What follows belongs to an exercise in optimizing a design on an open flow for small area, a short achievable clock period and few clock cycles; a production flow would make more cautious choices. The RTL was checked by simulation tests, not by an equivalence proof against the original design. Power and IR drop assume default switching activity.

===== flow/flow/run.sh =====
#!/bin/bash
# The standard layout, with ORFS's timing repair asked to leave 9.5 ns of
# setup slack at the design's 15 ns clock (the SDC is unchanged), so that
# repair_timing works the paths down towards 5.5 ns.
set -euo pipefail
cd "$(dirname "$0")/.."
bash standard.sh SETUP_SLACK_MARGIN=9.5 finish > flow_standard.log 2>&1

===== flow/standard.sh =====
#!/bin/bash
# synth_recipe.tcl (not shown) runs the flow's synth.tcl, then flattens the netlist and writes it again
# the make line also repeats each setting of config.mk as NAME=value (left out here)
make -C /OpenROAD-flow-scripts/flow DESIGN_CONFIG=/design/flow/config.mk WORK_HOME=/design/flow/orfs CLKGATE_MAP_FILE= SYNTH_SCRIPT=/design/flow/synth_recipe.tcl "${@:-finish}"

===== flow/config.mk =====
export PLATFORM = sky130hd
export DESIGN_NAME = clp_core
export DESIGN_NICKNAME = clp_core
export VERILOG_FILES = /design/flow/design.v
export SDC_FILE = /design/flow/constraint.sdc
export NUM_CORES = 4
export LEC_CHECK = 0
export CAP_MARGIN = 20
export CORE_MARGIN = 2
export CORE_UTILIZATION = 60
export PLACE_DENSITY = 0.7
export SLEW_MARGIN = 20

===== flow/constraint.sdc =====
create_clock -name core_clock -period 15.0 [get_ports {clk}]
set_input_delay 3.0000 -clock core_clock [delete_from_list [all_inputs] [get_ports {clk}]]
set_output_delay 3.0000 -clock core_clock [all_outputs]
set_load 0.01 [all_outputs]

===== flow/design.v =====
module clp_core (
    input  wire        clk,
    input  wire        rst,           
    input  wire        start,         
    output wire        ready,
    output wire        done,          
    output wire        err,           
    input  wire [31:0] tick,          
    input  wire [3:0]  sys_bits,      
    output wire [17:0] imem_addr,
    input  wire [31:0] imem_rdata,
    output wire [15:0] d_addr,
    input  wire        i_bit,
    input  wire [1:0]  i_bit_q,
    input  wire [31:0] iw_data,
    input  wire [1:0]  iw_q,
    input  wire        q_bit,
    input  wire [31:0] qw_data,
    output wire        q_we,
    output wire        q_wbit,
    output wire        qw_we,
    output wire [31:0] qw_wdata
);
    localparam OP_NOP   = 6'h00, OP_LD    = 6'h01, OP_AND   = 6'h02, OP_OR    = 6'h03,
               OP_XOR   = 6'h04, OP_NOT   = 6'h05, OP_BOPEN = 6'h06, OP_BCLOSE= 6'h07,
               OP_ST    = 6'h08, OP_SET   = 6'h09, OP_RST   = 6'h0A, OP_PEDGE = 6'h0B,
               OP_NEDGE = 6'h0C,
               OP_TON   = 6'h10, OP_TOF   = 6'h11, OP_TP    = 6'h12, OP_TPRE  = 6'h13,
               OP_TRST  = 6'h14, OP_CTU   = 6'h15, OP_CTD   = 6'h16, OP_CRST  = 6'h17,
               OP_CLD   = 6'h18, OP_CPRE  = 6'h19,
               OP_LDW   = 6'h20, OP_LDKH  = 6'h21, OP_STW   = 6'h22, OP_STWC  = 6'h23,
               OP_ADD   = 6'h24, OP_SUB   = 6'h25, OP_MUL   = 6'h26, OP_DIV   = 6'h27,
               OP_ANDW  = 6'h28, OP_ORW   = 6'h29, OP_XORW  = 6'h2A, OP_SHL   = 6'h2B,
               OP_SHR   = 6'h2C, OP_CMP   = 6'h2D,
               OP_JMP   = 6'h3C, OP_JC    = 6'h3D, OP_JNC   = 6'h3E, OP_END   = 6'h3F;
    localparam SP_I = 4'd0, SP_Q = 4'd1, SP_M = 4'd2, SP_T = 4'd3, SP_C = 4'd4,
               SP_IW = 4'd5, SP_QW = 4'd6, SP_DW = 4'd7, SP_SB = 4'd8, SP_K = 4'd9,
               SP_IQ = 4'd10, SP_WQ = 4'd11;
    localparam MD_IDLE = 2'd0, MD_MUL = 2'd1, MD_NORM = 2'd2, MD_DIV = 2'd3;
    localparam NM = 64;    
    localparam NDW = 16;   
    localparam NT = 4;     
    localparam NC = 4;     
    reg        running;
    reg [17:0] fa;            
    reg [15:0] da;            
    reg [31:0] ir_d;
    reg        d_valid;
    reg        d_jc, d_jnc;   
    reg        d_ext;         
    reg        d_store;       
    reg        d_out;         
    reg        d_wq;          
    reg        x_bit;         
    reg [1:0]  x_q;           
    reg [31:0] x_w;           
    reg [31:0] ir;
    reg        e_valid;
    reg        e_store;       
    reg        e_q_u, e_q_c;      
    reg        e_qw_u, e_qw_c;    
    reg        e_st, e_set;       
    reg        e_end;             
    reg        e_md;              
    reg        e_jc, e_jnc;       
    reg [3:0]  t_sel;         
    reg [3:0]  c_sel;         
    reg        ba;
    reg [31:0] wa;
    reg        err_r;
    reg [31:0] s_tick;
    reg [3:0]  sb;
    reg [2:0]  stk [0:15];    
    reg [3:0]  sp;
    reg [NM-1:0] m;
    reg [31:0]   dw [0:NDW-1];
    reg [NT-1:0] t_run, t_q, t_last;
    reg [31:0]   t_start [0:NT-1];    
    reg [29:0]   t_et    [0:NT-1];    
    reg [30:0]   t_pt    [0:NT-1];
    reg [31:0]   c_cv    [0:NC-1];
    reg [31:0]   c_pv    [0:NC-1];
    reg [NC-1:0] c_lu, c_ld;
    reg [1:0]  md;
    reg [31:0] xr;            
    reg [31:0] yr;            
    reg [4:0]  cnt;
    reg        neg;
    assign ready = !running;
    assign err   = err_r;
    wire [5:0]  op    = ir[31:26];
    wire [3:0]  space = ir[25:22];
    wire        n     = ir[21];
    wire [4:0]  sub   = ir[20:16];
    wire [15:0] a     = ir[15:0];
    assign d_addr    = da;
    assign imem_addr = fa;
    assign done      = e_end;
    wire [5:0] ma = a[5:0];
    wire [3:0] wi = a[3:0];
    wire [1:0] ti = a[1:0];
    wire [1:0] ci = a[1:0];
    wire ex = running && e_valid && (md == MD_IDLE);
    wire [31:0] cv_i = ({32{c_sel[0]}} & c_cv[0]) |
                         ({32{c_sel[1]}} & c_cv[1]) |
                         ({32{c_sel[2]}} & c_cv[2]) |
                         ({32{c_sel[3]}} & c_cv[3]);
    wire [31:0] pv_i = ({32{c_sel[0]}} & c_pv[0]) |
                         ({32{c_sel[1]}} & c_pv[1]) |
                         ({32{c_sel[2]}} & c_pv[2]) |
                         ({32{c_sel[3]}} & c_pv[3]);
    wire [31:0] start_i = ({32{t_sel[0]}} & t_start[0]) |
                         ({32{t_sel[1]}} & t_start[1]) |
                         ({32{t_sel[2]}} & t_start[2]) |
                         ({32{t_sel[3]}} & t_start[3]);
    wire [29:0] et_i = ({30{t_sel[0]}} & t_et[0]) |
                         ({30{t_sel[1]}} & t_et[1]) |
                         ({30{t_sel[2]}} & t_et[2]) |
                         ({30{t_sel[3]}} & t_et[3]);
    wire [30:0] pt_i = ({31{t_sel[0]}} & t_pt[0]) |
                         ({31{t_sel[1]}} & t_pt[1]) |
                         ({31{t_sel[2]}} & t_pt[2]) |
                         ({31{t_sel[3]}} & t_pt[3]);
    wire        run_i   = |(t_run & t_sel);
    wire        q_i     = |(t_q & t_sel);
    wire        last_i  = |(t_last & t_sel);
    wire        lu_i    = |(c_lu & c_sel);
    wire        ld_i    = |(c_ld & c_sel);
    reg bit_raw;
    always @(*) begin
        case (space)
            SP_I:  bit_raw = x_bit;
            SP_Q:  bit_raw = x_bit;
            SP_M:  bit_raw = m[ma];
            SP_T:  bit_raw = q_i;
            SP_C:  bit_raw = ($signed(cv_i) >= $signed(pv_i));
            SP_SB: begin
                case (a[2:0])
                    3'd0: bit_raw = sb[0];
                    3'd1: bit_raw = sb[1];
                    3'd2: bit_raw = sb[2];
                    3'd3: bit_raw = err_r;
                    3'd4: bit_raw = sb[3];
                    default: bit_raw = 1'b0;
                endcase
            end
            SP_IQ: bit_raw = sub[{1'b0, x_q}];
            SP_WQ: bit_raw = sub[{1'b0, x_q}];
            default: bit_raw = 1'b0;
        endcase
    end
    wire b = bit_raw ^ n;
    reg [31:0] w;
    always @(*) begin
        case (space)
            SP_IW: w = x_w;
            SP_QW: w = x_w;
            SP_DW: w = dw[wi];
            SP_T:  w = {2'b00, et_i};
            SP_C:  w = cv_i;
            SP_K:  w = {{16{a[15]}}, a};
            default: w = 32'd0;
        endcase
    end
    wire eq = (wa == w);
    wire lt = ($signed(wa) < $signed(w));
    reg  rel;
    always @(*) begin
        case (sub[2:0])
            3'd0: rel = eq;
            3'd1: rel = !eq;
            3'd2: rel = !lt && !eq;
            3'd3: rel = !lt;
            3'd4: rel = lt;
            3'd5: rel = lt || eq;
            default: rel = 1'b0;
        endcase
    end
    wire [31:0] addsub = (op == OP_SUB) ? wa - w : wa + w;
    wire [31:0] pp0 = yr[0] ? xr         : 32'd0;
    wire [31:0] pp1 = yr[1] ? xr << 1    : 32'd0;
    wire [31:0] pp2 = yr[2] ? xr << 2    : 32'd0;
    wire [31:0] pp3 = yr[3] ? xr << 3    : 32'd0;
    wire [31:0] pp4 = yr[4] ? xr << 4    : 32'd0;
    wire [31:0] pp5 = yr[5] ? xr << 5    : 32'd0;
    wire [31:0] pp6 = yr[6] ? xr << 6    : 32'd0;
    wire [31:0] pp7 = yr[7] ? xr << 7    : 32'd0;
    wire [31:0] cs1s = pp0 ^ pp1 ^ pp2;
    wire [31:0] cs1c = ((pp0 & pp1) | (pp0 & pp2) | (pp1 & pp2)) << 1;
    wire [31:0] cs2s = pp3 ^ pp4 ^ pp5;
    wire [31:0] cs2c = ((pp3 & pp4) | (pp3 & pp5) | (pp4 & pp5)) << 1;
    wire [31:0] cs3s = pp6 ^ pp7 ^ wa;
    wire [31:0] cs3c = ((pp6 & pp7) | (pp6 & wa) | (pp7 & wa)) << 1;
    wire [31:0] cs4s = cs1s ^ cs1c ^ cs2s;
    wire [31:0] cs4c = ((cs1s & cs1c) | (cs1s & cs2s) | (cs1c & cs2s)) << 1;
    wire [31:0] cs5s = cs2c ^ cs3s ^ cs3c;
    wire [31:0] cs5c = ((cs2c & cs3s) | (cs2c & cs3c) | (cs3s & cs3c)) << 1;
    wire [31:0] cs6s = cs4s ^ cs4c ^ cs5s;
    wire [31:0] cs6c = ((cs4s & cs4c) | (cs4s & cs5s) | (cs4c & cs5s)) << 1;
    wire [31:0] cs7s = cs6s ^ cs6c ^ cs5c;
    wire [31:0] cs7c = ((cs6s & cs6c) | (cs6s & cs5c) | (cs6c & cs5c)) << 1;
    wire [31:0] mul_acc = cs7s + cs7c;
    wire [1:0]  nb_wa   = (wa[31:24] != 8'd0) ? 2'd3 : (wa[23:16] != 8'd0) ? 2'd2 :
                          (wa[15:8] != 8'd0) ? 2'd1 : 2'd0;
    wire [1:0]  nb_w    = (w[31:24] != 8'd0) ? 2'd3 : (w[23:16] != 8'd0) ? 2'd2 :
                          (w[15:8] != 8'd0) ? 2'd1 : 2'd0;
    wire        m_swap  = (nb_wa < nb_w);
    wire [31:0] n_abs = wa[31] ? -wa : wa;
    wire [31:0] d_abs = w[31] ? -w : w;
    reg  [5:0]  lz_n, lz_d;
    integer j;
    always @(*) begin
        lz_n = 6'd32;
        lz_d = 6'd32;
        for (j = 0; j < 32; j = j + 1) begin
            if (yr[j]) lz_n = 6'd31 - j[5:0];
            if (xr[j]) lz_d = 6'd31 - j[5:0];
        end
    end
    wire [6:0]  kdiff = {1'b0, lz_d} - {1'b0, lz_n};
    wire [31:0] d_al  = xr << kdiff[4:0];
    wire [32:0] rem_t = {1'b0, yr} - {1'b0, xr};
    wire        qbit  = !rem_t[32];
    wire [31:0] q_nx  = {wa[30:0], qbit};
    wire [30:0] wa_ng = -wa[30:0];
    wire [31:0] q_neg = qbit ? {~wa[30:0], 1'b1} : {wa_ng, 1'b0};
    wire        d_last = (cnt == 5'd0);
    wire is_mul  = (op == OP_MUL);
    wire is_div  = (op == OP_DIV);
    wire w_zero  = (w == 32'd0);
    wire wa_zero = (wa == 32'd0);      
    wire div_ovf = (wa == 32'h8000_0000) && (w == 32'hFFFF_FFFF);
    reg stall;
    always @(*) begin
        case (md)
            MD_IDLE: stall = e_md && !w_zero && !wa_zero && !(is_div && div_ovf);
            MD_MUL:  stall = (yr[31:8] != 24'd0);
            MD_NORM: stall = 1'b1;
            default: stall = !d_last;
        endcase
    end
    reg        wa_we;
    reg [31:0] wa_nx;
    always @(*) begin
        wa_we = 1'b1;
        wa_nx = 32'd0;
        case (md)
            MD_MUL:  wa_nx = mul_acc;
            MD_NORM: wa_nx = 32'd0;
            MD_DIV:  wa_nx = (d_last && neg) ? q_neg : q_nx;
            default: begin
                case (op)
                    OP_LDW:  wa_nx = w;
                    OP_LDKH: wa_nx = {a, wa[15:0]};
                    OP_ADD, OP_SUB: wa_nx = addsub;
                    OP_MUL:  wa_nx = 32'd0;
                    OP_DIV:  wa_we = w_zero;
                    OP_ANDW: wa_nx = wa & w;
                    OP_ORW:  wa_nx = wa | w;
                    OP_XORW: wa_nx = wa ^ w;
                    OP_SHL:  wa_nx = wa << sub;
                    OP_SHR:  wa_nx = wa >> sub;
                    default: wa_we = 1'b0;
                endcase
                if (!ex) wa_we = 1'b0;
            end
        endcase
    end
    wire is_ton = (op == OP_TON);
    wire is_tof = (op == OP_TOF);
    wire is_tp  = (op == OP_TP);
    wire t_op   = is_ton || is_tof || is_tp;
    wire t_started = (is_ton && ba && !run_i) ||
                     (is_tof && !ba && q_i && !run_i) ||
                     (is_tp && ba && !run_i && !last_i);
    wire [32:0] t_el33 = {1'b0, s_tick} - {1'b0, start_i};
    wire [31:0] t_el   = t_el33[31:0];
    wire        t_bw   = t_el33[32];
    wire [34:0] x_a    = {3'b000, s_tick};
    wire [34:0] x_b    = ~{3'b000, start_i};
    wire [34:0] x_c    = ~{2'b00, pt_i, 2'b00};
    wire [34:0] x_s    = x_a ^ x_b ^ x_c;
    wire [34:0] x_k    = {(x_a[33:0] & x_b[33:0]) | (x_a[33:0] & x_c[33:0]) |
                          (x_b[33:0] & x_c[33:0]), 1'b1};
    wire [35:0] x_sum  = {x_s, 1'b1} + {x_k, 1'b1};       
    wire [2:0]  x_top  = x_sum[35:33] + {2'b00, t_bw};
    wire        t_ge   = t_started ? (pt_i == 31'd0) : !x_top[2];
    reg tn_run, tn_q;
    always @(*) begin
        tn_run = run_i;
        tn_q   = q_i;
        if (is_ton) begin
            tn_run = ba;
            tn_q   = ba && t_ge;
        end else if (is_tof) begin
            if (ba) begin
                tn_run = 1'b0; tn_q = 1'b1;
            end else if (q_i) begin
                tn_run = !t_ge; tn_q = !t_ge;
            end
        end else begin
            if (t_started) begin
                tn_run = 1'b1; tn_q = 1'b1;
            end
            if ((run_i || t_started) && t_ge) begin
                tn_run = 1'b0; tn_q = 1'b0;
            end
        end
    end
    wire [29:0] t_el4 = t_started ? 30'd0 : t_el[31:2];
    wire        t_clr = (is_ton && !ba) || (is_tof && ba) || (op == OP_TRST && ba);
    wire [29:0] et_nx = tn_run ? (t_ge ? pt_i[29:0] : t_el4) : et_i;
    wire is_ctu = (op == OP_CTU);
    wire is_ctd = (op == OP_CTD);
    wire c_step = ba && (is_ctu ? (!lu_i && cv_i != 32'h7FFF_FFFF)
                                : (!ld_i && cv_i != 32'h8000_0000));
    wire [31:0] cv_step = cv_i + (is_ctu ? 32'd1 : 32'hFFFF_FFFF);
    wire st_bit = (op == OP_ST) || ((op == OP_SET || op == OP_RST) && ba);
    wire st_val = (op == OP_ST) ? (ba ^ n) : (op == OP_SET);
    wire st_wrd = (op == OP_STW) || (op == OP_STWC && ba);
    assign q_we     = e_q_u || (e_q_c && ba);
    assign q_wbit   = e_st ? (ba ^ n) : e_set;
    assign qw_we    = e_qw_u || (e_qw_c && ba);
    assign qw_wdata = wa;
    wire m_edge = (op == OP_PEDGE) || (op == OP_NEDGE);
    wire m_wen  = ex && ((space == SP_M && st_bit) || m_edge);
    wire m_wd   = (m_edge ? ba : st_val) && !rst;
    genvar g;
    generate
        for (g = 0; g < NM; g = g + 1) begin : mf
            always @(posedge clk)
                if (rst || (m_wen && ma == g)) m[g] <= m_wd;
        end
    endgenerate
    wire        dw_wen = ex && space == SP_DW && st_wrd;
    wire [31:0] dw_wd  = wa & {32{!rst}};
    generate
        for (g = 0; g < NDW; g = g + 1) begin : dwf
            always @(posedge clk)
                if (rst || (dw_wen && wi == g)) dw[g] <= dw_wd;
        end
    endgenerate
    wire        tpre_wen  = ex && op == OP_TPRE && ba;
    wire [30:0] pt_wd     = (wa[31] ? 31'd0 : wa[30:0]) & {31{!rst}};
    wire        tst_wen   = ex && (t_op || (op == OP_TRST && ba));
    wire [29:0] et_wd     = (t_clr ? 30'd0 : et_nx) & {30{!rst}};
    wire        start_wen = ex && t_started;
    generate
        for (g = 0; g < NT; g = g + 1) begin : tf
            always @(posedge clk) begin
                if (rst || (tpre_wen && t_sel[g])) t_pt[g] <= pt_wd;
                if (rst || (tst_wen && t_sel[g])) begin
                    t_et[g]  <= et_wd;
                    t_run[g] <= tn_run && t_op && !rst;
                    t_q[g]   <= tn_q && t_op && !rst;
                end
                if (rst || (tst_wen && t_op && t_sel[g]))
                    t_last[g] <= (is_tp ? ba : last_i) && !rst;
                if (start_wen && t_sel[g])
                    t_start[g] <= s_tick;
            end
        end
    endgenerate
    wire        cv_wen = ex && ((is_ctu || is_ctd) ? c_step
                                 : ((op == OP_CRST || op == OP_CLD) && ba));
    wire [31:0] cv_wd  = ((is_ctu || is_ctd) ? cv_step : (op == OP_CLD ? wa : 32'd0))
                         & {32{!rst}};
    wire        pv_wen = ex && op == OP_CPRE && ba;
    wire [31:0] pv_wd  = wa & {32{!rst}};
    generate
        for (g = 0; g < NC; g = g + 1) begin : cf
            always @(posedge clk) begin
                if (rst || (cv_wen && c_sel[g])) c_cv[g] <= cv_wd;
                if (rst || (pv_wen && c_sel[g])) c_pv[g] <= pv_wd;
                if (rst || (ex && is_ctu && c_sel[g])) c_lu[g] <= ba && !rst;
                if (rst || (ex && is_ctd && c_sel[g])) c_ld[g] <= ba && !rst;
            end
        end
    endgenerate
    wire stk_wen = ex && op == OP_BOPEN;
    generate
        for (g = 0; g < 16; g = g + 1) begin : sf
            always @(posedge clk)
                if (stk_wen && sp == g) stk[g] <= {sub[1:0], ba};
        end
    endgenerate
    wire [2:0] stk_top = stk[sp - 4'd1];
    reg ba_nx;
    always @(*) begin
        case (op)
            OP_LD:     ba_nx = b;
            OP_AND:    ba_nx = ba & b;
            OP_OR:     ba_nx = ba | b;
            OP_XOR:    ba_nx = ba ^ b;
            OP_NOT:    ba_nx = ~ba;
            OP_BOPEN:  ba_nx = (sub[1:0] == 2'd0);
            OP_BCLOSE: begin
                case (stk_top[2:1])
                    2'd0:    ba_nx = stk_top[0] & ba;
                    2'd1:    ba_nx = stk_top[0] | ba;
                    default: ba_nx = stk_top[0] ^ ba;
                endcase
            end
            OP_PEDGE:  ba_nx = ba & ~m[ma];
            OP_NEDGE:  ba_nx = ~ba & m[ma];
            OP_TON, OP_TOF, OP_TP: ba_nx = tn_q;
            OP_CMP:    ba_nx = rel ^ n;
            default:   ba_nx = ba;
        endcase
    end
    wire e_hold  = e_valid && stall;    
    wire hazard  = d_valid && d_ext && e_valid && e_store;
    wire de_move = running && !e_end && d_valid && !e_hold && !hazard && !squash;
    wire fd_acc  = running && !e_end && (!d_valid || de_move || squash);
    wire squash  = e_valid && ((e_jc && ba) || (e_jnc && !ba));
    wire [5:0] f_op    = imem_rdata[31:26];
    wire [3:0] f_sp    = imem_rdata[25:22];
    wire       f_jmp   = (f_op == OP_JMP);
    wire       f_rdop  = (f_op >= OP_LD && f_op <= OP_XOR) || f_op == OP_LDW ||
                         (f_op >= OP_ADD && f_op <= OP_XORW) || f_op == OP_CMP;
    wire       f_ext   = f_rdop && (f_sp == SP_I || f_sp == SP_Q || f_sp == SP_IW ||
                                    f_sp == SP_QW || f_sp == SP_IQ || f_sp == SP_WQ);
    wire       f_store = ((f_op == OP_ST || f_op == OP_SET || f_op == OP_RST) && f_sp == SP_Q) ||
                         ((f_op == OP_STW || f_op == OP_STWC) && f_sp == SP_QW);
    wire [17:0] f_next = f_jmp ? imem_rdata[17:0] : fa + 18'd1;
    wire [5:0] d_op  = ir_d[31:26];
    wire [3:0] d_sp  = ir_d[25:22];
    wire       d_t   = (d_sp == SP_T) || (d_op >= OP_TON && d_op <= OP_TRST);
    wire       d_c   = (d_sp == SP_C) || (d_op >= OP_CTU && d_op <= OP_CPRE);
    wire [3:0] d_sel = 4'd1 << ir_d[1:0];
    always @(posedge clk) begin
        x_bit <= d_out ? q_bit : i_bit;
        x_q   <= d_wq ? iw_q : i_bit_q;
        x_w   <= d_out ? qw_data : iw_data;
    end
    always @(posedge clk) begin
        if (rst) begin
            running <= 1'b0;
            fa      <= 18'd0;
            da      <= 16'd0;
            ir_d    <= 32'd0;
            d_valid <= 1'b0;
            d_jc    <= 1'b0;
            d_jnc   <= 1'b0;
            d_ext   <= 1'b0;
            d_store <= 1'b0;
            d_out   <= 1'b0;
            d_wq    <= 1'b0;
            ir      <= 32'd0;
            e_valid <= 1'b0;
            e_store <= 1'b0;
            e_q_u   <= 1'b0;
            e_q_c   <= 1'b0;
            e_qw_u  <= 1'b0;
            e_qw_c  <= 1'b0;
            e_st    <= 1'b0;
            e_set   <= 1'b0;
            e_end   <= 1'b0;
            e_md    <= 1'b0;
            e_jc    <= 1'b0;
            e_jnc   <= 1'b0;
            t_sel   <= 4'd0;
            c_sel   <= 4'd0;
            ba      <= 1'b1;
            wa      <= 32'd0;
            err_r   <= 1'b0;
            s_tick  <= 32'd0;
            sb      <= 4'd0;
            sp      <= 4'd0;
            md      <= MD_IDLE;
            xr      <= 32'd0;
            yr      <= 32'd0;
            cnt     <= 5'd0;
            neg     <= 1'b0;
        end else if (!running) begin
            if (start) begin
                running <= 1'b1;
                fa      <= f_next;
                da      <= imem_rdata[15:0];
                ir_d    <= imem_rdata;
                d_valid <= 1'b1;
                d_jc    <= (f_op == OP_JC);
                d_jnc   <= (f_op == OP_JNC);
                d_ext   <= f_ext;
                d_store <= f_store;
                d_out   <= f_sp == SP_Q || f_sp == SP_QW;
                d_wq    <= f_sp == SP_WQ;
                e_valid <= 1'b0;
                ba      <= 1'b1;
                wa      <= 32'd0;
                sp      <= 4'd0;
                err_r   <= 1'b0;
                s_tick  <= tick;
                sb      <= sys_bits;
            end
        end else if (e_end) begin
            running <= 1'b0;
            fa      <= 18'd0;
            d_valid <= 1'b0;
            e_valid <= 1'b0;
            e_store <= 1'b0;
            e_end   <= 1'b0;
        end else begin
            if (fd_acc) begin
                if (squash) begin
                    fa      <= ir[17:0];
                    d_valid <= 1'b0;
                end else begin
                    fa      <= f_next;
                    ir_d    <= imem_rdata;
                    d_valid <= 1'b1;
                    d_jc    <= (f_op == OP_JC);
                    d_jnc   <= (f_op == OP_JNC);
                    d_ext   <= f_ext;
                    d_store <= f_store;
                    d_out   <= f_sp == SP_Q || f_sp == SP_QW;
                    d_wq    <= f_sp == SP_WQ;
                end
            end
            da <= (de_move && d_store) ? ir_d[15:0] :
                  (fd_acc && !squash)  ? imem_rdata[15:0] : ir_d[15:0];
            if (!e_hold) begin
                e_valid <= de_move;
                e_store <= de_move && d_store;
                e_q_u   <= de_move && d_sp == SP_Q && d_op == OP_ST;
                e_q_c   <= de_move && d_sp == SP_Q && (d_op == OP_SET || d_op == OP_RST);
                e_qw_u  <= de_move && d_sp == SP_QW && d_op == OP_STW;
                e_qw_c  <= de_move && d_sp == SP_QW && d_op == OP_STWC;
                e_st    <= d_op == OP_ST;
                e_set   <= d_op == OP_SET;
                e_end   <= de_move && d_op == OP_END;
                e_md    <= de_move && (d_op == OP_MUL || d_op == OP_DIV);
                e_jc    <= de_move && d_jc;
                e_jnc   <= de_move && d_jnc;
                if (de_move) begin
                    ir      <= ir_d;
                    if (d_t) t_sel <= d_sel;
                    if (d_c) c_sel <= d_sel;
                end
            end
            if (wa_we) wa <= wa_nx;
            case (md)
                MD_MUL: begin
                    xr <= {xr[23:0], 8'd0};
                    yr <= {8'd0, yr[31:8]};
                    if (!stall) md <= MD_IDLE;
                end
                MD_NORM: begin
                    if (!kdiff[6]) begin
                        xr  <= d_al;
                        cnt <= kdiff[4:0];
                    end else
                        cnt <= 5'd0;
                    md <= MD_DIV;
                end
                MD_DIV: begin
                    if (qbit) yr <= rem_t[31:0];
                    xr  <= {1'b0, xr[31:1]};
                    cnt <= cnt - 5'd1;
                    if (!stall) md <= MD_IDLE;
                end
                default: if (ex) begin
                    ba <= ba_nx;
                    case (op)
                        OP_BOPEN:  sp <= sp + 4'd1;
                        OP_BCLOSE: sp <= sp - 4'd1;
                        OP_MUL: begin
                            xr <= m_swap ? w : wa;
                            yr <= m_swap ? wa : w;
                            if (!w_zero && !wa_zero) md <= MD_MUL;
                        end
                        OP_DIV: begin
                            if (w_zero || div_ovf)
                                err_r <= 1'b1;
                            else if (!wa_zero)
                                md <= MD_NORM;
                            xr  <= d_abs;
                            yr  <= n_abs;
                            neg <= wa[31] ^ w[31];
                        end
                        default: ;
                    endcase
                end
            endcase
        end
    end
endmodule

==> run_results.csv, run 1 <==
group,metric,value,unit
run_status,status,"complete, no violations",
synthesis,avgSynthCellArea,10.8,µm²
cts,htreeDepth,4,
global_route,met2_usage,71.2,%
finish,nNetsFinal,9676,
cts,cts_buffers,162,
synthesis,yosysTopAreaCell,"edfxtp_1",
synthesis,synth_top_area_share,41.3,%
sta,setup-tns-final,0,ns
setup_path,r2r_setup_slack,9.08,ns
cts,cts_tree,"built",
die,die_h,397,µm
synthesis,synth_seq_cells,1579,
die,io_pins,213,
drt,drt-wirelength-per-cell,36.7,µm
global_route,track_usage,49.3,%
die,placementRows,144,
synthesis,synthesis.nets,9295,
drt,dr.pass1.iters,11,
finish,layout_commonest_cell,"edfxtp_1",
placed_design,place_area,0.0977,mm²
global_route,grt_max_degree,112,
drt,dr_total_vias,83882,
sta,fin_crit_sh,39.5,%
sta,period_minus_slack,5.92,ns
setup_path,critical_path_required,15.67,ns
sta,hold_ws,0.463,ns
cts,cts.clk_slew.worst_paths,0.06,ns
power,ir_worst_vdd,0.115,mV
setup_path,critical_path.most_common_cell,"fa_1",
setup_path,cp.arrival,6.59,ns
job,maxCapViolations,0,
drt,routed_via_density,7.50,
synthesis,synth-edff-count,1272,
finish,final_area,0.111,mm²
drt,wl,410000,µm
setup_path,startpoint_type,"register",
setup_path,critical_path.slowest_cell,"fa_1",
synthesis,synthFlopType,"edfxtp_1",
setup_path,worstSetupEndpointType,"register",
setup_path,crit_family,"adder cells",
cts,root_buffer,"clkbuf_16",
die,die_x,397,µm
global_route,use_met3,18.6,%
synthesis,syn_area,0.0926,mm²
setup_path,cp_max_fo,9,
sta,setup-violations-final,0,
sta,max_slew_margin,13.4,%
die,start_util,60.2,%
power,leakage,40.7,nW
power,pwr_density_cell,91.2,mW/mm²
finish,layout_common_cells,"edfxtp_1 (1,272), nand2_1 (737), nor2_1 (646)",
sta,hold_viol,0,
finish,fin_cells,11186,
setup_path,cp_num_buf_inv,4,
global_route,grt.met1_usage,62.0,%
placed_design,routabilityCongestion,1.10,
setup_path,r2r_cells,21,
sta,slew_viol_final,0,
synthesis,yosys_warnings,8,
drt,drtAntennaViolNets,0,
placed_design,hpwl,263000,µm
cts,clockBufferDepth,3,
setup_path,worstPathCellList,"buf_12, buf_4, nand2_1, fa_1, fa_1, fa_1, inv_1, fa_1, ha_1, nor2_1, a31o_4, a311oi_2, and3b_2, o31ai_4, nand2_2, and3_4, buf_6, nor2_4, xnor2_2, a221oi_2, o32ai_1",
sta,tightest_slew,1.29,ns
cts,insertion_delay,0.91,ns
sta,fin_ws,9.08,ns
cts,clock-sinks,1579,
synthesis,ys_seq_area_share,47.9,%
global_route,top_usage_layer,"met2",
global_route,grt_pass1_vias,77706,
synthesis,synth_cell_type_count,108,
min_path,hold_depth,2,
global_route,gr-total-overflow,0,
die,core_area,0.154,mm²
global_route,grt_pass1_wl,558000,µm
die,dieArea,0.157,mm²
sta,rsz0062_at_grt,"yes",
placed_design,placedCellCount,10536,
finish,area_delta_synth_final,19.7,%
sta,clock_skew,0.0989,ns
global_route,antenna_found_initial,36,
drt,drt-initial-drc-count,15190,
placed_design,portBuffers,212,
synthesis,ys_top_cells_by_area,"edfxtp_1 (41%), dfxtp_1 (6.6%), fa_1 (4.8%), ha_1 (4.5%), nand2_1 (3.0%)",
setup_path,crit_type,"register to register",
min_path,hp-class,"register to register",
placed_design,dp_slack,7.11,ns
sta,fmax,169,MHz
finish,drive_gt1_share,18.1,%
drt,drc,0,
synthesis,synthArstFlopShare,0,%
setup_path,slowest_delay,0.53,ns
synthesis,synthCells,8604,
setup_path,path_depth,21,
[state kept, by name (all words and copies together) (netlist names), 48 cells and up]
signal,count
dw,512
t_et,120
t_pt,124
c_pv,128
stk,48
t_start,128
c_cv,128
m,64
[cells in the mapped netlist, drive strengths merged, types with 23 or more instances]
cell and instances:
edfxtp 1272, nand2 752, nor2 691, a21oi 493, clkbuf 443, o21ai 440
inv 418, ha 330, dfxtp 307, mux2i 265, a22oi 232, fa 220
a221oi 210, a22o 188, nor3 187, buf 182, xnor2 150, nand3 125
a211oi 116, a21o 95, a31oi 90, mux4 79, o211ai 79, and2 76
mux2 69, o22ai 69, nand2b 63, and3 61, nor2b 59, xor2 59
nor4 58, nand4 52, o31ai 51, o221ai 41, o21bai 37, o21a 35
or3 34, a222oi 31, a2111oi 26, a311oi 24, nand3b 24, a32oi 23
[tightest hold or removal path, stage by stage, from the launching register on]
cell and delay (ns):
dfxtp_1 0.31, nand2_1 0.06, a21oi_1 0.05
[cell families after synthesis]
logic type      Yosys count  share of synthesized area (%)
buf+inv                1051                           4.68
xor+xnor                209                           1.98
mux                     413                           5.63
simple gates           2291                           11.5
compound gates         2511                           19.1
flops                  1579                           47.9
fa+ha+maj               550                           9.22
[path summary, 6_finish.rpt]
check,startpoint,endpoint
max,yr[5]$_SDFFE_PP0P_,wa[26]$_SDFFE_PP0P_
min,e_set$_SDFFE_PP0P_,e_set$_SDFFE_PP0P_
max reg2reg,yr[5]$_SDFFE_PP0P_,wa[26]$_SDFFE_PP0P_
min reg2reg,e_set$_SDFFE_PP0P_,e_set$_SDFFE_PP0P_
[cell type report]
class                      count  area [µm²]
tap                         2044        2560
clock buffer                 222        4430
timing repair inverter         1        8.76
clock inverter                79         945
antenna                       20        50.0
multi-input combinational   5981       47800
fill                       10329       42900
sequential                  1579       44500
timing repair buffer         834        8800
inverter                     426        1710
[through the flow]
step / total power [mW] / util [%]
after floorplan: 5.55 / -
after global placement: 5.86 / 63.5
after detailed placement: 5.88 / 63.6
after CTS: 9.93 / 69.8
after global routing: 10.3 / 72.1
final: 10.1 / 72.1
[report_power, final]
part	leakage (nW)	total (mW)	internal [mW]	switching (mW)
Clock	2.59	4.11	2.23	1.87
Combinational	22.6	1.05	0.378	0.669
Sequential	15.5	4.96	4.86	0.0951
[timing repair]
item | in CTS | in global routing
setup endpoints to repair | 358 | 335
pin swaps | 74 | 151
gates cloned | 23 | 20
hold buffers | 0 | 0
buffers inserted | 149 | 136
gates resized for setup | 447 | 383
[routing by layer]
layer  vias to the layer above  part of all wire [%]
met5                         -                 0.059
met4                        30                   9.0
met3                      2213                    16
met2                      8031                    41
met1                     40251                    33
li1                      33357                     -
Testbench counts, summed over its fixed seeds: cycles 225,753.
==> run 2: changes to the inputs <==
--- a/flow/design.v
+++ b/flow/design.v
@@ -181,25 +181,13 @@
     wire [31:0] pp1 = yr[1] ? xr << 1    : 32'd0;
     wire [31:0] pp2 = yr[2] ? xr << 2    : 32'd0;
     wire [31:0] pp3 = yr[3] ? xr << 3    : 32'd0;
-    wire [31:0] pp4 = yr[4] ? xr << 4    : 32'd0;
-    wire [31:0] pp5 = yr[5] ? xr << 5    : 32'd0;
-    wire [31:0] pp6 = yr[6] ? xr << 6    : 32'd0;
-    wire [31:0] pp7 = yr[7] ? xr << 7    : 32'd0;
     wire [31:0] cs1s = pp0 ^ pp1 ^ pp2;
     wire [31:0] cs1c = ((pp0 & pp1) | (pp0 & pp2) | (pp1 & pp2)) << 1;
-    wire [31:0] cs2s = pp3 ^ pp4 ^ pp5;
-    wire [31:0] cs2c = ((pp3 & pp4) | (pp3 & pp5) | (pp4 & pp5)) << 1;
-    wire [31:0] cs3s = pp6 ^ pp7 ^ wa;
-    wire [31:0] cs3c = ((pp6 & pp7) | (pp6 & wa) | (pp7 & wa)) << 1;
-    wire [31:0] cs4s = cs1s ^ cs1c ^ cs2s;
-    wire [31:0] cs4c = ((cs1s & cs1c) | (cs1s & cs2s) | (cs1c & cs2s)) << 1;
-    wire [31:0] cs5s = cs2c ^ cs3s ^ cs3c;
-    wire [31:0] cs5c = ((cs2c & cs3s) | (cs2c & cs3c) | (cs3s & cs3c)) << 1;
-    wire [31:0] cs6s = cs4s ^ cs4c ^ cs5s;
-    wire [31:0] cs6c = ((cs4s & cs4c) | (cs4s & cs5s) | (cs4c & cs5s)) << 1;
-    wire [31:0] cs7s = cs6s ^ cs6c ^ cs5c;
-    wire [31:0] cs7c = ((cs6s & cs6c) | (cs6s & cs5c) | (cs6c & cs5c)) << 1;
-    wire [31:0] mul_acc = cs7s + cs7c;
+    wire [31:0] cs2s = pp3 ^ wa ^ cs1s;
+    wire [31:0] cs2c = ((pp3 & wa) | (pp3 & cs1s) | (wa & cs1s)) << 1;
+    wire [31:0] cs3s = cs1c ^ cs2s ^ cs2c;
+    wire [31:0] cs3c = ((cs1c & cs2s) | (cs1c & cs2c) | (cs2s & cs2c)) << 1;
+    wire [31:0] mul_acc = cs3s + cs3c;
     wire [1:0]  nb_wa   = (wa[31:24] != 8'd0) ? 2'd3 : (wa[23:16] != 8'd0) ? 2'd2 :
                           (wa[15:8] != 8'd0) ? 2'd1 : 2'd0;
     wire [1:0]  nb_w    = (w[31:24] != 8'd0) ? 2'd3 : (w[23:16] != 8'd0) ? 2'd2 :
@@ -234,7 +222,7 @@
     always @(*) begin
         case (md)
             MD_IDLE: stall = e_md && !w_zero && !wa_zero && !(is_div && div_ovf);
-            MD_MUL:  stall = (yr[31:8] != 24'd0);
+            MD_MUL:  stall = (yr[31:4] != 28'd0);
             MD_NORM: stall = 1'b1;
             default: stall = !d_last;
         endcase
@@ -541,8 +529,8 @@
             if (wa_we) wa <= wa_nx;
             case (md)
                 MD_MUL: begin
-                    xr <= {xr[23:0], 8'd0};
-                    yr <= {8'd0, yr[31:8]};
+                    xr <= {xr[27:0], 4'd0};
+                    yr <= {4'd0, yr[31:4]};
                     if (!stall) md <= MD_IDLE;
                 end
                 MD_NORM: begin
==> flow/flow/run.sh (replaced) <==
#!/bin/bash
# The standard layout, with two changes to how ORFS makes it (the SDC is
# unchanged):
# - timing repair is asked to leave 9.5 ns of setup slack at the design's
#   15 ns clock, so that repair_timing works the paths down towards 5.5 ns;
# - every input and output port still gets its own buffer, a buf_2 rather
#   than the larger cell buffer_ports picks by default.
set -euo pipefail
cd "$(dirname "$0")/.."
bash standard.sh SETUP_SLACK_MARGIN=9.5 \
  "BUFFER_PORTS_ARGS=-buffer_cell sky130_fd_sc_hd__buf_2" finish > flow_standard.log 2>&1
--- a/flow/config.mk
+++ b/flow/config.mk
@@ -7,6 +7,6 @@
 export LEC_CHECK = 0
 export CAP_MARGIN = 20
 export CORE_MARGIN = 2
-export CORE_UTILIZATION = 60
-export PLACE_DENSITY = 0.7
+export CORE_UTILIZATION = 50
+export PLACE_DENSITY = 0.65
 export SLEW_MARGIN = 20
==> run_results.csv, run 2 <==
group,metric,value,unit
run_status,status,"complete, no violations",
placed_design,portBuffers,212,
power,pwr-share-comb,10.9,%
synthesis,syn_area,0.0887,mm²
synthesis,yosys-top-cells-count,"edfxtp_1 (1,272), nand2_1 (893), nor2_1 (669)",
min_path,hp-class,"register to register",
drt,wl,406000,µm
sta,period_minus_slack,5.67,ns
synthesis,avgSynthCellArea,10.6,µm²
cts,htreeDepth,4,
die,start_util,50.3,%
sta,fin_crit_sh,37.8,%
cts,cts_buffers,168,
synthesis,ys_seq_area_share,50.0,%
synthesis,synthMostInstantiatedCell,"edfxtp_1",
synthesis,ys_top_cells_by_area,"edfxtp_1 (43%), dfxtp_1 (6.9%), ha_1 (4.5%), nand2_1 (3.8%), nor2_1 (2.8%)",
setup_path,startpoint_type,"register",
power,leakage,39.4,nW
power,switchingPower,2.69,mW
sta,slew_viol_final,0,
global_route,antenna_found_initial,34,
synthesis,yosys_warnings,8,
synthesis,synth_cell_type_count,98,
cts,insertion_delay,0.87,ns
synthesis,synthesis.nets,8958,
power,seqPwrFrac,47.8,%
finish,layout_common_cells,"edfxtp_1 (1,272), nand2_1 (855), nor2_1 (634)",
drt,dr.pass1.iters,11,
power,p_int,7.67,mW
finish,top_register,"dw",
sta,rsz0062_at_grt,"yes",
die,dieArea,0.181,mm²
finish,drive_gt1_share,19.4,%
finish,nNetsFinal,9254,
power,ir_worst_vdd,0.129,mV
global_route,track_usage,43.4,%
cts,clock-sinks,1579,
cts,cts_tree,"built",
setup_path,critical_path_required,15.63,ns
cts,root_buffer,"clkbuf_16",
sta,tightest_slew,1.19,ns
die,die_x,425,µm
global_route,grt_max_degree,94,
drt,drt-initial-drc-count,12227,
cts,cts_hold_buf,0,
die,io_pins,213,
finish,fin_cells,11172,
cts,cts.clk_slew.worst_paths,0.06,ns
setup_path,cp.arrival,6.30,ns
drt,drt-wirelength-per-cell,36.3,µm
synthesis,yosysTopAreaCell,"edfxtp_1",
synthesis,synthArstFlopShare,0,%
setup_path,worstSetupEndpointType,"register",
sta,setup-tns-final,0,ns
sta,fmax,176,MHz
synthesis,synthCells,8378,
cts,clockBufferDepth,3,
die,placementRows,154,
drt,routed_via_density,7.06,
setup_path,cp_max_fo,8,
synthesis,synth_top_area_share,43.1,%
sta,max_slew_margin,20.5,%
die,die_h,425,µm
sta,setup-violations-final,0,
placed_design,routabilityCongestion,1.05,
global_route,grt_pass1_vias,72910,
finish,layout_commonest_cell,"edfxtp_1",
finish,area_delta_synth_final,18.4,%
job,maxCapViolations,0,
power,clkPwrFrac,41.3,%
placed_design,placedCellCount,10603,
drt,dr_total_vias,78866,
synthesis,synthFlopType,"edfxtp_1",
global_route,gr-total-overflow,0,
power,p_sw_share,26.0,%
finish,largest_reg_flops,512,
setup_path,crit_type,"register to register",
global_route,grt_pass1_wl,557000,µm
synthesis,synth-edff-count,1272,
sta,hold_viol,0,
drt,drc,0,
die,core_area,0.176,mm²
placed_design,hpwl,271000,µm
sta,clock_skew,0.0524,ns
power,pwr_density_cell,98.7,mW/mm²
synthesis,synth_seq_cells,1579,
drt,drtAntennaViolNets,0,
[run 2: cells by family (layout without fill, tap and decap cells)]
logic type,Yosys count,in the layout,share of synthesized area (%)
other cells,0,11,0
fa+ha+maj,439,439,7.22
compound gates,2442,2446,19.2
buf+inv,955,1394,4.17
flops,1579,1579,50.0
simple gates,2354,2354,12.1
mux,373,373,4.99
xor+xnor,236,236,2.33
[run 2: power groups by stage]
stage / clock, mW / sequential (mW) / combinational, mW
3_3_place_gp: 0 / 5.04 / 0.898
6_report: 4.28 / 4.95 / 1.13
4_1_cts: 4.29 / 4.95 / 1.01
5_1_grt: 4.45 / 4.96 / 1.17
2_1_floorplan: 0 / 5.01 / 0.578
3_5_place_dp: 0 / 5.05 / 0.906
[run 2: layout make-up]
class / count / area [µm²]
repair buffers: 731 / 6530
flip-flops and latches: 1579 / 44400
clock inverters: 93 / 958
multi-input cells: 5848 / 44100
fillers: 14447 / 71300
clock buffers: 224 / 4690
well taps: 2340 / 2930
inverters: 346 / 1340
diodes: 11 / 27.5
[run 2: metal layers]
metal  wire, µm  part of all wire, %  vias up  track usage [%]
met4      31000                  7.6       28             26.1
met3      58800                   14     1477             16.0
li1           -                    -    32377                -
met2     165000                   41     6270             61.0
met5        230                0.057        -            0.238
met1     150000                   37    38714             56.7
[run 2: timing repair]
action,CTS,global route
buffers inserted,109,93
pin swaps,60,129
resized for setup,339,390
cloned,25,8
setup endpoints to repair,500,403
[run 2: path summary, 6_finish.rpt]
kind	cells after the start	startpoint	slack [ns]	end
min	2	xr[21]$_SDFFE_PP0P_	0.47	xr[21]$_SDFFE_PP0P_
max reg2reg	20	t_sel[1]$_SDFFE_PP0P_	9.33	t_et[0][9]$_DFFE_PP_
max	20	t_sel[1]$_SDFFE_PP0P_	9.33	t_et[0][9]$_DFFE_PP_
min reg2reg	2	xr[21]$_SDFFE_PP0P_	0.47	xr[21]$_SDFFE_PP0P_
[run 2: stage by stage]
step                      utilization [%]  hold WS, ns  power (mW)  cell area, µm²  setup slack, ns
after floorplan                         -        0.432        5.59           89300             9.23
after global placement               52.8        0.451        5.94           93200             7.13
after detailed placement             52.9        0.454        5.95           93200             7.37
after CTS                            57.9        0.463        10.2          102000             9.32
after global routing                 59.6        0.489        10.6          105000             9.26
final                                59.6        0.469        10.4          105000             9.33
[run 2: worst max-delay path: stages (launching register included)]
cell and delay (ns):
dfxtp_4 0.35, buf_12 0.15, buf_12 0.16, a22o_1 0.19, a221oi_1 0.76, fa_1 0.56
ha_1 0.31, nand3_1 0.08, a21oi_1 0.17, o21ai_2 0.13, a311o_1 0.35, and2_4 0.16
o311a_4 0.38, o211a_4 0.24, or3_4 0.34, and2_4 0.21, buf_6 0.14, a31oi_4 0.17
buf_12 0.17, nor2_2 0.05, a311oi_2 0.36
Testbench counts of run 2, summed over its fixed seeds: cycles 228,978.

port drivers added, routing unchanged:
No port has a modelled driver above. Below, the same layouts with a new extraction and two added sets of constraints. Step 1 assumes that a clkbuf_16 drives the clock port and a buf_2 every other input. Step 2, shift: input delay + t, output delay - t, t = (earliest + latest rising clock arrival at the registers) / 2. This alone moves slack from input paths to output paths. Three values: ideal, step 1, step 2; two values: the first two.
run | shift t [ns] | slack for setup (ns) | hold WS [ns]
run 1 | 0.938 | 9.078 / 9.078 / 8.666 | 0.463 / 0.463 / 0.463
run 2 | 0.938 | 9.330 / 9.330 / 8.569 | 0.469 / 0.469 / 0.469
After both steps every run listed still meets setup and hold. For run 2, which loses most, drivers alone change the setup slack by 0.000 ns; drivers and shift together by -0.761 ns.
